Context: an optimization exercise on an open-source flow, tuned for small area. The choices shown serve that exercise and are no tape-out recipe.
Function was checked by simulation only, so behaviour that the tests miss may differ from the original.

==> inputs of run a <==
==> flow/design.v <==
module tg_rx (
    input             clk,
    input             rst,
    input             cfg_ok,
    input      [15:0] own_unit,
    input      [15:0] src_rel,
    input      [15:0] src_zs,
    input      [15:0] src_den,
    input      [4:0]  seq_win,
    input             ms_tick,
    input             in_valid,
    input      [7:0]  in_data,
    input             in_last,
    input             in_net,
    output reg        out_valid,
    output reg [3:0]  out_code,
    output reg [1:0]  out_stream,
    output reg        out_net,
    output reg        out_open,
    output reg        out_match,
    output reg        out_mismatch,
    output reg        out_single,
    output     [31:0] out_seq,
    output     [23:0] out_pl,
    output     [2:0]  synced,
    output     [2:0]  pair_open,
    output reg [2:0]  tmo_single
);
    localparam [3:0] C_OK     = 4'h0,
                     C_CRC    = 4'h1,
                     C_FORMAT = 4'h2,
                     C_ADDR   = 4'h3,
                     C_STREAM = 4'h4,
                     C_BEHIND = 4'h5,
                     C_AHEAD  = 4'h6,
                     C_LATE   = 4'h7;
    localparam [9:0] T_PAIR = 10'h204,    
                     T_SYNC = 10'h2B2;    
    reg [5:0]  cnt;           
    reg [31:0] crc;           
    reg        crc_ok;        
    reg        s_own, s_rel, s_zs, s_den;    
    reg        d_own, d_ff;   
    reg        fmt_ok;        
    reg [1:0]  typ;           
    reg [31:0] fseq;          
    reg [95:0] body;          
    reg        ev_pend;       
    reg        ev_len_ok;
    reg        ev_net;
    function [31:0] crc32c_byte;
        input [31:0] c;
        input [7:0]  d;
        integer k;
        reg [31:0] r;
        begin
            r = c ^ {24'd0, d};
            for (k = 0; k < 8; k = k + 1)
                r = r[0] ? ((r >> 1) ^ 32'h82F63B78) : (r >> 1);
            crc32c_byte = r;
        end
    endfunction
    wire hi = ~cnt[0];
    reg [7:0] crc_b;
    always @* begin
        case (cnt[1:0])
            2'd0: crc_b = crc[31:24];
            2'd1: crc_b = crc[23:16];
            2'd2: crc_b = crc[15:8];
            default: crc_b = crc[7:0];
        endcase
    end
    always @(posedge clk) begin
        if (in_valid && cnt < 6'd28)
            crc <= crc32c_byte(crc | {32{cnt == 6'd0}}, in_data);
        if (in_valid && cnt[5:2] == 4'd7)
            crc_ok <= (crc_ok || cnt[1:0] == 2'd0) && (in_data == ~crc_b);
        if (in_valid && cnt[5:1] == 5'd0) begin
            s_own <= (s_own || hi) && (in_data == (hi ? own_unit[15:8] : own_unit[7:0]));
            s_rel <= (s_rel || hi) && (in_data == (hi ? src_rel[15:8]  : src_rel[7:0]));
            s_zs  <= (s_zs  || hi) && (in_data == (hi ? src_zs[15:8]   : src_zs[7:0]));
            s_den <= (s_den || hi) && (in_data == (hi ? src_den[15:8]  : src_den[7:0]));
        end
        if (in_valid && cnt[5:1] == 5'd1) begin
            d_own <= (d_own || hi) && (in_data == (hi ? own_unit[15:8] : own_unit[7:0]));
            d_ff  <= (d_ff  || hi) && (in_data == 8'hFF);
        end
        if (in_valid && cnt == 6'd4)
            typ <= (in_data[7:2] == 6'd0) ? in_data[1:0] : 2'd0;
        if (in_valid && cnt == 6'd5)
            fmt_ok <= (in_data == 8'h01);
        if (in_valid && cnt[5:1] == 5'd3)
            fmt_ok <= fmt_ok && (in_data == 8'h00);
        if (in_valid && cnt[5:2] == 4'd2)
            fseq <= {fseq[23:0], in_data};
        if (in_valid && cnt >= 6'd12 && cnt < 6'd24)
            body <= {body[87:0], in_data};
    end
    always @(posedge clk) begin
        if (rst) begin
            cnt     <= 6'd0;
            ev_pend <= 1'b0;
        end else begin
            ev_pend <= in_valid && in_last;
            if (in_valid) begin
                if (in_last)
                    cnt <= 6'd0;
                else if (cnt != 6'd32)
                    cnt <= cnt + 6'd1;
            end
        end
        ev_len_ok <= (cnt == 6'd31);
        ev_net    <= in_net;
    end
    assign out_seq = fseq;
    assign out_pl  = body[63:40];
    reg         syn   [0:2];
    reg         have  [0:2];    
    reg         popen [0:2];
    reg         pnet  [0:2];
    reg [9:0]   tmr   [0:2];    
    reg [31:0]  sseq  [0:2];    
    reg [128:0] img   [0:2];    
    assign synced    = {syn[2], syn[1], syn[0]};
    assign pair_open = {popen[2], popen[1], popen[0]};
    wire [128:0] cur = {d_ff, body, crc};
    wire h1 = (typ == 2'd1);
    wire h2 = (typ == 2'd2);
    wire h3 = (typ == 2'd3);
    wire         c_syn   = (h1 & syn[0])   | (h2 & syn[1])   | (h3 & syn[2]);
    wire         c_popen = (h1 & popen[0]) | (h2 & popen[1]) | (h3 & popen[2]);
    wire         c_have  = (h1 & have[0])  | (h2 & have[1])  | (h3 & have[2]);
    wire         c_pnet  = (h1 & pnet[0])  | (h2 & pnet[1])  | (h3 & pnet[2]);
    wire [31:0]  c_sseq  = ({32{h1}} & sseq[0]) | ({32{h2}} & sseq[1]) | ({32{h3}} & sseq[2]);
    wire [128:0] c_img   = ({129{h1}} & img[0]) | ({129{h2}} & img[1]) | ({129{h3}} & img[2]);
    wire len_ok = ev_len_ok;
    wire addr_ok = (d_own | d_ff) & ~s_own;
    wire str_ok = cfg_ok & ((h1 & s_rel & (src_rel != 16'd0)) |
                            (h2 & s_zs  & (src_zs  != 16'd0)) |
                            (h3 & s_den & (src_den != 16'd0)));
    wire [31:0] d    = fseq - c_sseq;
    wire        zero = (d == 32'd0);
    wire        in_w = (d[31:5] == 27'd0) && (d[4:0] <= seq_win);
    wire        other_net = (c_pnet != ev_net);
    reg [3:0] v_code;
    reg [1:0] v_stream;
    reg       v_open, v_complete;
    always @* begin
        v_code     = C_OK;
        v_stream   = typ;
        v_open     = 1'b0;
        v_complete = 1'b0;
        if (!len_ok) begin
            v_code   = C_FORMAT;
            v_stream = 2'd0;
        end else if (!crc_ok) begin
            v_code   = C_CRC;
            v_stream = 2'd0;
        end else if (!fmt_ok) begin
            v_code = C_FORMAT;
        end else if (!addr_ok) begin
            v_code = C_ADDR;
        end else if (!str_ok) begin
            v_code = C_STREAM;
        end else if (c_syn) begin
            if (zero) begin
                if (c_popen && other_net)
                    v_complete = 1'b1;
                else
                    v_code = C_LATE;
            end else if (in_w) begin
                v_open = 1'b1;
            end else if (!d[31]) begin
                v_code = C_AHEAD;
            end else begin
                v_code = C_BEHIND;
            end
        end else begin
            if (c_popen && zero) begin
                if (other_net)
                    v_complete = 1'b1;
                else
                    v_code = C_LATE;
            end else if (!c_popen && c_have && zero) begin
                v_code = C_LATE;
            end else begin
                v_open = 1'b1;
            end
        end
    end
    wire v_match = (c_img == cur);
    wire ev_open     = ev_pend && v_open;
    wire ev_complete = ev_pend && v_complete;
    wire [2:0] hs = {h3, h2, h1};
    integer i;
    always @(posedge clk) begin
        if (rst) begin
            out_valid    <= 1'b0;
            out_open     <= 1'b0;
            out_match    <= 1'b0;
            out_mismatch <= 1'b0;
            out_single   <= 1'b0;
            tmo_single   <= 3'b000;
            for (i = 0; i < 3; i = i + 1) begin
                syn[i]   <= 1'b0;
                have[i]  <= 1'b0;
                popen[i] <= 1'b0;
            end
        end else begin
            out_valid    <= ev_pend;
            out_open     <= ev_open;
            out_match    <= ev_complete && v_match;
            out_mismatch <= ev_complete && !v_match;
            out_single   <= ev_open && c_popen;
            tmo_single   <= 3'b000;
            for (i = 0; i < 3; i = i + 1) begin
                if (hs[i] && ev_open) begin
                    popen[i] <= 1'b1;
                    have[i]  <= 1'b1;
                end else if (hs[i] && ev_complete) begin
                    popen[i] <= 1'b0;
                    if (v_match)
                        syn[i] <= 1'b1;
                end else if (ms_tick) begin
                    if (popen[i] && tmr[i] == T_PAIR) begin
                        popen[i]      <= 1'b0;
                        tmo_single[i] <= 1'b1;
                    end
                    if (syn[i] && tmr[i] == T_SYNC)
                        syn[i] <= 1'b0;
                end
            end
        end
    end
    always @(posedge clk) begin
        for (i = 0; i < 3; i = i + 1) begin
            if (hs[i] && (ev_open || ev_complete)) begin
                tmr[i] <= 10'd0;
                if (v_open) begin
                    pnet[i] <= ev_net;
                    sseq[i] <= fseq;
                    img[i]  <= cur;
                end
            end else if (ms_tick && (popen[i] || syn[i])) begin
                tmr[i] <= {tmr[i][8:0], ~(tmr[i][9] ^ tmr[i][6])};
            end
        end
    end
    always @(posedge clk) begin
        out_code   <= v_code;
        out_stream <= v_stream;
        out_net    <= ev_net;
    end
endmodule
==> flow/run.sh <==
#!/bin/bash
# synth_recipe.tcl (not shown) runs the flow's synth.tcl, then flattens the netlist and writes it again
# the make line also repeats each setting of config.mk as NAME=value (left out here)
make -C /OpenROAD-flow-scripts/flow DESIGN_CONFIG=/design/flow/config.mk WORK_HOME=/design/flow/orfs CLKGATE_MAP_FILE= SYNTH_SCRIPT=/design/flow/synth_recipe.tcl finish
==> flow/config.mk <==
export PLATFORM = sky130hd
export DESIGN_NAME = tg_rx
export DESIGN_NICKNAME = tg_rx
export VERILOG_FILES = /design/flow/design.v
export SDC_FILE = /design/flow/constraint.sdc
export NUM_CORES = 4
export LEC_CHECK = 0
export CAP_MARGIN = 20
export CORE_MARGIN = 2
export CORE_UTILIZATION = 40
export PLACE_DENSITY = 0.6
export SLEW_MARGIN = 20
==> flow/constraint.sdc <==
create_clock -name core_clock -period 10.0 [get_ports {clk}]
set_input_delay 2.0000 -clock core_clock [delete_from_list [all_inputs] [get_ports {clk}]]
set_output_delay 2.0000 -clock core_clock [all_outputs]
set_load 0.01 [all_outputs]
==> inputs of run b, as changes to run a <==
==> flow/design.v, changed modules only <==
module tg_rx (
    input             clk,
    input             rst,
    input             cfg_ok,
    input      [15:0] own_unit,
    input      [15:0] src_rel,
    input      [15:0] src_zs,
    input      [15:0] src_den,
    input      [4:0]  seq_win,
    input             ms_tick,
    input             in_valid,
    input      [7:0]  in_data,
    input             in_last,
    input             in_net,
    output reg        out_valid,
    output reg [3:0]  out_code,
    output reg [1:0]  out_stream,
    output reg        out_net,
    output reg        out_open,
    output reg        out_match,
    output reg        out_mismatch,
    output reg        out_single,
    output     [31:0] out_seq,
    output     [23:0] out_pl,
    output     [2:0]  synced,
    output     [2:0]  pair_open,
    output reg [2:0]  tmo_single
);
    localparam [3:0] C_OK     = 4'h0,
                     C_CRC    = 4'h1,
                     C_FORMAT = 4'h2,
                     C_ADDR   = 4'h3,
                     C_STREAM = 4'h4,
                     C_BEHIND = 4'h5,
                     C_AHEAD  = 4'h6,
                     C_LATE   = 4'h7;
    localparam [9:0] T_PAIR = 10'h204,    
                     T_SYNC = 10'h2B2;    
    reg [5:0]  cnt;           
    reg [31:0] crc;           
    reg        crc_ok;        
    reg        s_own, s_rel, s_zs, s_den;    
    reg        d_own, d_ff;   
    reg        fmt_ok;        
    reg        h1, h2, h3;    
    reg [31:0] fseq;          
    reg        sq_e, sq_i, sq_q, sq_l, sq_x;
    reg [95:0] body;          
    reg        b_eq;          
    reg [95:0] ring [0:2];    
    reg        ev_pend;       
    reg        ev_len_ok;
    reg        ev_net;
    function [31:0] crc32c_byte;
        input [31:0] c;
        input [7:0]  d;
        integer k;
        reg [31:0] r;
        begin
            r = c ^ {24'd0, d};
            for (k = 0; k < 8; k = k + 1)
                r = r[0] ? ((r >> 1) ^ 32'h82F63B78) : (r >> 1);
            crc32c_byte = r;
        end
    endfunction
    wire hi = ~cnt[0];
    reg [3:0]  mv_left;
    reg [2:0]  mv_s;
    reg        mv_copy;
    wire       mv_xfer = (mv_left != 4'd0) && mv_copy;
    wire       in_body = in_valid && cnt >= 6'd12 && cnt < 6'd24;    
    wire [7:0] top = ({8{h1}} & ring[0][95:88]) | ({8{h2}} & ring[1][95:88]) |
                     ({8{h3}} & ring[2][95:88]);
    reg [7:0] crc_b;
    always @* begin
        case (cnt[1:0])
            2'd0: crc_b = crc[31:24];
            2'd1: crc_b = crc[23:16];
            2'd2: crc_b = crc[15:8];
            default: crc_b = crc[7:0];
        endcase
    end
    reg [31:0]  sseq  [0:2];    
    wire [31:0]  c_sseq  = ({32{h1}} & sseq[0]) | ({32{h2}} & sseq[1]) | ({32{h3}} & sseq[2]);
    reg [7:0] s_b;
    always @* begin
        case (cnt[1:0])
            2'd0: s_b = c_sseq[31:24];
            2'd1: s_b = c_sseq[23:16];
            2'd2: s_b = c_sseq[15:8];
            default: s_b = c_sseq[7:0];
        endcase
    end
    wire [7:0] b_dif  = in_data - s_b;
    wire       b_eq7  = (in_data[6:0] == s_b[6:0]);
    wire       b_eq8  = b_eq7 && (in_data[7] == s_b[7]);
    wire       b_lt7  = (in_data[6:0] < s_b[6:0]);
    wire       b_lt8  = (in_data < s_b);
    wire       b_one  = (in_data == s_b + 8'd1) && (s_b != 8'hFF);
    wire       b_wrap = (in_data == 8'h00) && (s_b == 8'hFF);
    always @(posedge clk) begin
        if (in_valid && cnt < 6'd28)
            crc <= crc32c_byte(crc | {32{cnt == 6'd0}}, in_data);
        if (in_valid && cnt[5:2] == 4'd7)
            crc_ok <= (crc_ok || cnt[1:0] == 2'd0) && (in_data == ~crc_b);
        if (in_valid && cnt[5:1] == 5'd0) begin
            s_own <= (s_own || hi) && (in_data == (hi ? own_unit[15:8] : own_unit[7:0]));
            s_rel <= (s_rel || hi) && (in_data == (hi ? src_rel[15:8]  : src_rel[7:0]));
            s_zs  <= (s_zs  || hi) && (in_data == (hi ? src_zs[15:8]   : src_zs[7:0]));
            s_den <= (s_den || hi) && (in_data == (hi ? src_den[15:8]  : src_den[7:0]));
        end
        if (in_valid && cnt[5:1] == 5'd1) begin
            d_own <= (d_own || hi) && (in_data == (hi ? own_unit[15:8] : own_unit[7:0]));
            d_ff  <= (d_ff  || hi) && (in_data == 8'hFF);
        end
        if (in_valid && cnt == 6'd4) begin
            h1 <= (in_data == 8'd1);
            h2 <= (in_data == 8'd2);
            h3 <= (in_data == 8'd3);
        end
        if (in_valid && cnt == 6'd5)
            fmt_ok <= (in_data == 8'h01);
        if (in_valid && cnt[5:1] == 5'd3)
            fmt_ok <= fmt_ok && (in_data == 8'h00);
        if (in_valid && cnt[5:2] == 4'd2)
            fseq <= {fseq[23:0], in_data};
        if (in_valid && cnt[5:2] == 4'd2) begin
            if (cnt[1:0] == 2'd0) begin
                sq_e <= b_eq8;
                sq_i <= b_one || b_wrap;
                sq_q <= b_eq7;
                sq_l <= b_lt7;
                sq_x <= in_data[7] ^ s_b[7];
            end else if (cnt[1:0] != 2'd3) begin
                sq_e <= sq_e && b_eq8;
                sq_i <= (sq_e && b_one) || (sq_i && b_wrap);
                sq_q <= sq_q && b_eq8;
                sq_l <= sq_l || (sq_q && b_lt8);
            end else begin
                sq_e <= sq_e && b_eq8;
                sq_i <= ((sq_e && !b_lt8) || (sq_i && b_lt8)) &&
                        (b_dif[7:5] == 3'd0) && (b_dif[4:0] != 5'd0) && (b_dif[4:0] <= seq_win);
                sq_l <= sq_x ^ (sq_l || (sq_q && b_lt8));
            end
        end
        if (in_body || ev_pend || mv_xfer)
            body <= {body[87:0], in_data};
        if (in_body)
            b_eq <= (b_eq || cnt == 6'd12) && (in_data == top);
    end
    always @(posedge clk) begin
        if (rst) begin
            cnt     <= 6'd0;
            ev_pend <= 1'b0;
        end else begin
            ev_pend <= in_valid && in_last;
            if (in_valid) begin
                if (in_last)
                    cnt <= 6'd0;
                else if (cnt != 6'd32)
                    cnt <= cnt + 6'd1;
            end
        end
        ev_len_ok <= (cnt == 6'd31);
        ev_net    <= in_net;
    end
    assign out_seq = fseq;
    assign out_pl  = body[71:48];      
    reg         syn   [0:2];
    reg         have  [0:2];    
    reg         popen [0:2];
    reg         pnet  [0:2];
    reg [9:0]   tmr   [0:2];    
    reg [32:0]  img   [0:2];    
    assign synced    = {syn[2], syn[1], syn[0]};
    assign pair_open = {popen[2], popen[1], popen[0]};
    wire [32:0] cur = {d_ff, crc};
    wire [1:0] typ = {h2 | h3, h1 | h3};
    wire         c_syn   = (h1 & syn[0])   | (h2 & syn[1])   | (h3 & syn[2]);
    wire         c_popen = (h1 & popen[0]) | (h2 & popen[1]) | (h3 & popen[2]);
    wire         c_have  = (h1 & have[0])  | (h2 & have[1])  | (h3 & have[2]);
    wire         c_pnet  = (h1 & pnet[0])  | (h2 & pnet[1])  | (h3 & pnet[2]);
    wire [32:0]  c_img   = ({33{h1}} & img[0]) | ({33{h2}} & img[1]) | ({33{h3}} & img[2]);
    wire len_ok = ev_len_ok;
    wire addr_ok = (d_own | d_ff) & ~s_own;
    wire str_ok = cfg_ok & ((h1 & s_rel & (src_rel != 16'd0)) |
                            (h2 & s_zs  & (src_zs  != 16'd0)) |
                            (h3 & s_den & (src_den != 16'd0)));
    wire        zero = sq_e;
    wire        in_w = sq_i;
    wire [31:0] d    = {sq_l, 31'd0};
    wire        other_net = (c_pnet != ev_net);
    reg [3:0] v_code;
    reg [1:0] v_stream;
    reg       v_open, v_complete;
    always @* begin
        v_code     = C_OK;
        v_stream   = typ;
        v_open     = 1'b0;
        v_complete = 1'b0;
        if (!len_ok) begin
            v_code   = C_FORMAT;
            v_stream = 2'd0;
        end else if (!crc_ok) begin
            v_code   = C_CRC;
            v_stream = 2'd0;
        end else if (!fmt_ok) begin
            v_code = C_FORMAT;
        end else if (!addr_ok) begin
            v_code = C_ADDR;
        end else if (!str_ok) begin
            v_code = C_STREAM;
        end else if (c_syn) begin
            if (zero) begin
                if (c_popen && other_net)
                    v_complete = 1'b1;
                else
                    v_code = C_LATE;
            end else if (in_w) begin
                v_open = 1'b1;
            end else if (!d[31]) begin
                v_code = C_AHEAD;
            end else begin
                v_code = C_BEHIND;
            end
        end else begin
            if (c_popen && zero) begin
                if (other_net)
                    v_complete = 1'b1;
                else
                    v_code = C_LATE;
            end else if (!c_popen && c_have && zero) begin
                v_code = C_LATE;
            end else begin
                v_open = 1'b1;
            end
        end
    end
    wire v_match = (c_img == cur) && b_eq;
    wire ev_open     = ev_pend && v_open;
    wire ev_complete = ev_pend && v_complete;
    wire [2:0] hs = {h3, h2, h1};
    integer i;
    always @(posedge clk) begin
        if (rst) begin
            out_valid    <= 1'b0;
            out_open     <= 1'b0;
            out_match    <= 1'b0;
            out_mismatch <= 1'b0;
            out_single   <= 1'b0;
            tmo_single   <= 3'b000;
            for (i = 0; i < 3; i = i + 1) begin
                syn[i]   <= 1'b0;
                have[i]  <= 1'b0;
                popen[i] <= 1'b0;
            end
        end else begin
            out_valid    <= ev_pend;
            out_open     <= ev_open;
            out_match    <= ev_complete && v_match;
            out_mismatch <= ev_complete && !v_match;
            out_single   <= ev_open && c_popen;
            tmo_single   <= 3'b000;
            for (i = 0; i < 3; i = i + 1) begin
                if (hs[i] && ev_open) begin
                    popen[i] <= 1'b1;
                    have[i]  <= 1'b1;
                end else if (hs[i] && ev_complete) begin
                    popen[i] <= 1'b0;
                    if (v_match)
                        syn[i] <= 1'b1;
                end else if (ms_tick) begin
                    if (popen[i] && tmr[i] == T_PAIR) begin
                        popen[i]      <= 1'b0;
                        tmo_single[i] <= 1'b1;
                    end
                    if (syn[i] && tmr[i] == T_SYNC)
                        syn[i] <= 1'b0;
                end
            end
        end
    end
    always @(posedge clk) begin
        for (i = 0; i < 3; i = i + 1) begin
            if (hs[i] && (ev_open || ev_complete)) begin
                tmr[i] <= 10'd0;
                if (v_open) begin
                    pnet[i] <= ev_net;
                    sseq[i] <= fseq;
                    img[i]  <= cur;    
                end
            end else if (ms_tick && (popen[i] || syn[i])) begin
                tmr[i] <= {tmr[i][8:0], ~(tmr[i][9] ^ tmr[i][6])};
            end
        end
    end
    always @(posedge clk) begin
        out_code   <= v_code;
        out_stream <= v_stream;
        out_net    <= ev_net;
    end
    always @(posedge clk) begin
        if (rst) begin
            mv_left <= 4'd0;
        end else if (ev_open) begin
            mv_left <= 4'd11;
            mv_s    <= {h3, h2, h1};
            mv_copy <= 1'b1;
        end else if (in_valid && in_last && cnt >= 6'd12 && cnt < 6'd23) begin
            mv_left <= 4'd7 - cnt[3:0];
            mv_s    <= {h3, h2, h1};
            mv_copy <= 1'b0;
        end else if (mv_left != 4'd0) begin
            mv_left <= mv_left - 4'd1;
        end
    end
    integer r;
    always @(posedge clk) begin
        for (r = 0; r < 3; r = r + 1) begin
            if (ev_open && hs[r])
                ring[r] <= {ring[r][87:0], body[95:88]};
            else if (mv_left != 4'd0 && mv_s[r])
                ring[r] <= {ring[r][87:0], mv_copy ? body[95:88] : ring[r][95:88]};
            else if (in_body && hs[r])
                ring[r] <= {ring[r][87:0], ring[r][95:88]};
        end
    end
endmodule
==> flow/flow/run.sh (new file) <==
#!/bin/bash
# The standard layout (standard.sh, unchanged synthesis, floorplan, power grid and
# routing), with two layout knobs that ORFS reads from the environment:
#  - the port buffers are the smallest buffer cell instead of the one buffer_ports picks;
#  - clock tree: sink clusters of up to 32 flip-flops within 80 um, no dummy loads;
# make's output goes to standard.log; each ORFS step keeps its own log under orfs/logs/.
set -euo pipefail
export BUFFER_PORTS_ARGS="-buffer_cell sky130_fd_sc_hd__buf_1"
export CTS_ARGS="-sink_clustering_enable -repair_clock_nets -sink_clustering_size 40 -sink_clustering_max_diameter 70 -dont_use_dummy_load"
bash standard.sh > standard.log 2>&1
==> flow/standard.sh (new file) <==
#!/bin/bash
# synth_recipe.tcl (not shown) runs the flow's synth.tcl, then flattens the netlist and writes it again
# the make line also repeats each setting of config.mk as NAME=value (left out here)
make -C /OpenROAD-flow-scripts/flow DESIGN_CONFIG=/design/flow/config.mk WORK_HOME=/design/flow/orfs CLKGATE_MAP_FILE= SYNTH_SCRIPT=/design/flow/synth_recipe.tcl "${@:-finish}"
removed: flow/run.sh
==> summary.txt <==
item                                                                run a       run b
Run status                                       timing/DRC/antenna clean  timing/DRC/antenna clean
Nature of the critical path startpoint                          flip-flop  input port
Wire length on met1                                               35.6 mm     26.0 mm
Worst path required time                                         10260 ps    10430 ps
Combined buffer and inverter count along the critical path              3           4
Summed area of non-filler cells in the final layout             37500 um2   30800 um2
Global placement routability congestion                             0.904       0.843
Max Fanout on Critical Path                                            75          68
Share of synthesized cell area in and, or, nand and nor gates       6.33%       5.56%
R2R Path Start                                                     typ[0]      cnt[0]
Clock skew after layout                                           28.2 ps      107 ps
Ratio of final minimum period to clock period                       76.8%       51.8%
Initial antenna violation count                                         1           0
Number of clock sinks seen by CTS                                     718         733
First element of the critical path                                 typ[0]  src_den[8]
DR top layer                                                         met5        met4
Total wirelength of the detailed-routed design                    79.6 mm     60.3 mm
GR met2 Demand/Resource                                             29.9%       26.4%

==> separate check: timing with driven ports <==
The results above use ideal ports. As a check the final layouts listed here were re-extracted and re-timed, cells and wires unchanged.
Step 1, drivers: a clkbuf_16 drives clk and a buf_2 each remaining input, both assumed.
Step 2 also shifts input and output timing later by t, the mid clock arrival at the registers, as if the neighbouring blocks saw the same clock.
Three values: ideal, step 1, step 2; two values: the first two.
run	t (ns)	setup WS [ns]	worst slew at a driven data input, ns
run a	0.686	2.325 / 2.325 / 2.325	0.08
run b	0.617	4.819 / 4.857 / 4.240	0.13
After both steps setup and hold are still met in every run listed. For run b, which loses most, drivers alone change the setup slack by +0.038 ns; drivers and shift together by -0.579 ns.
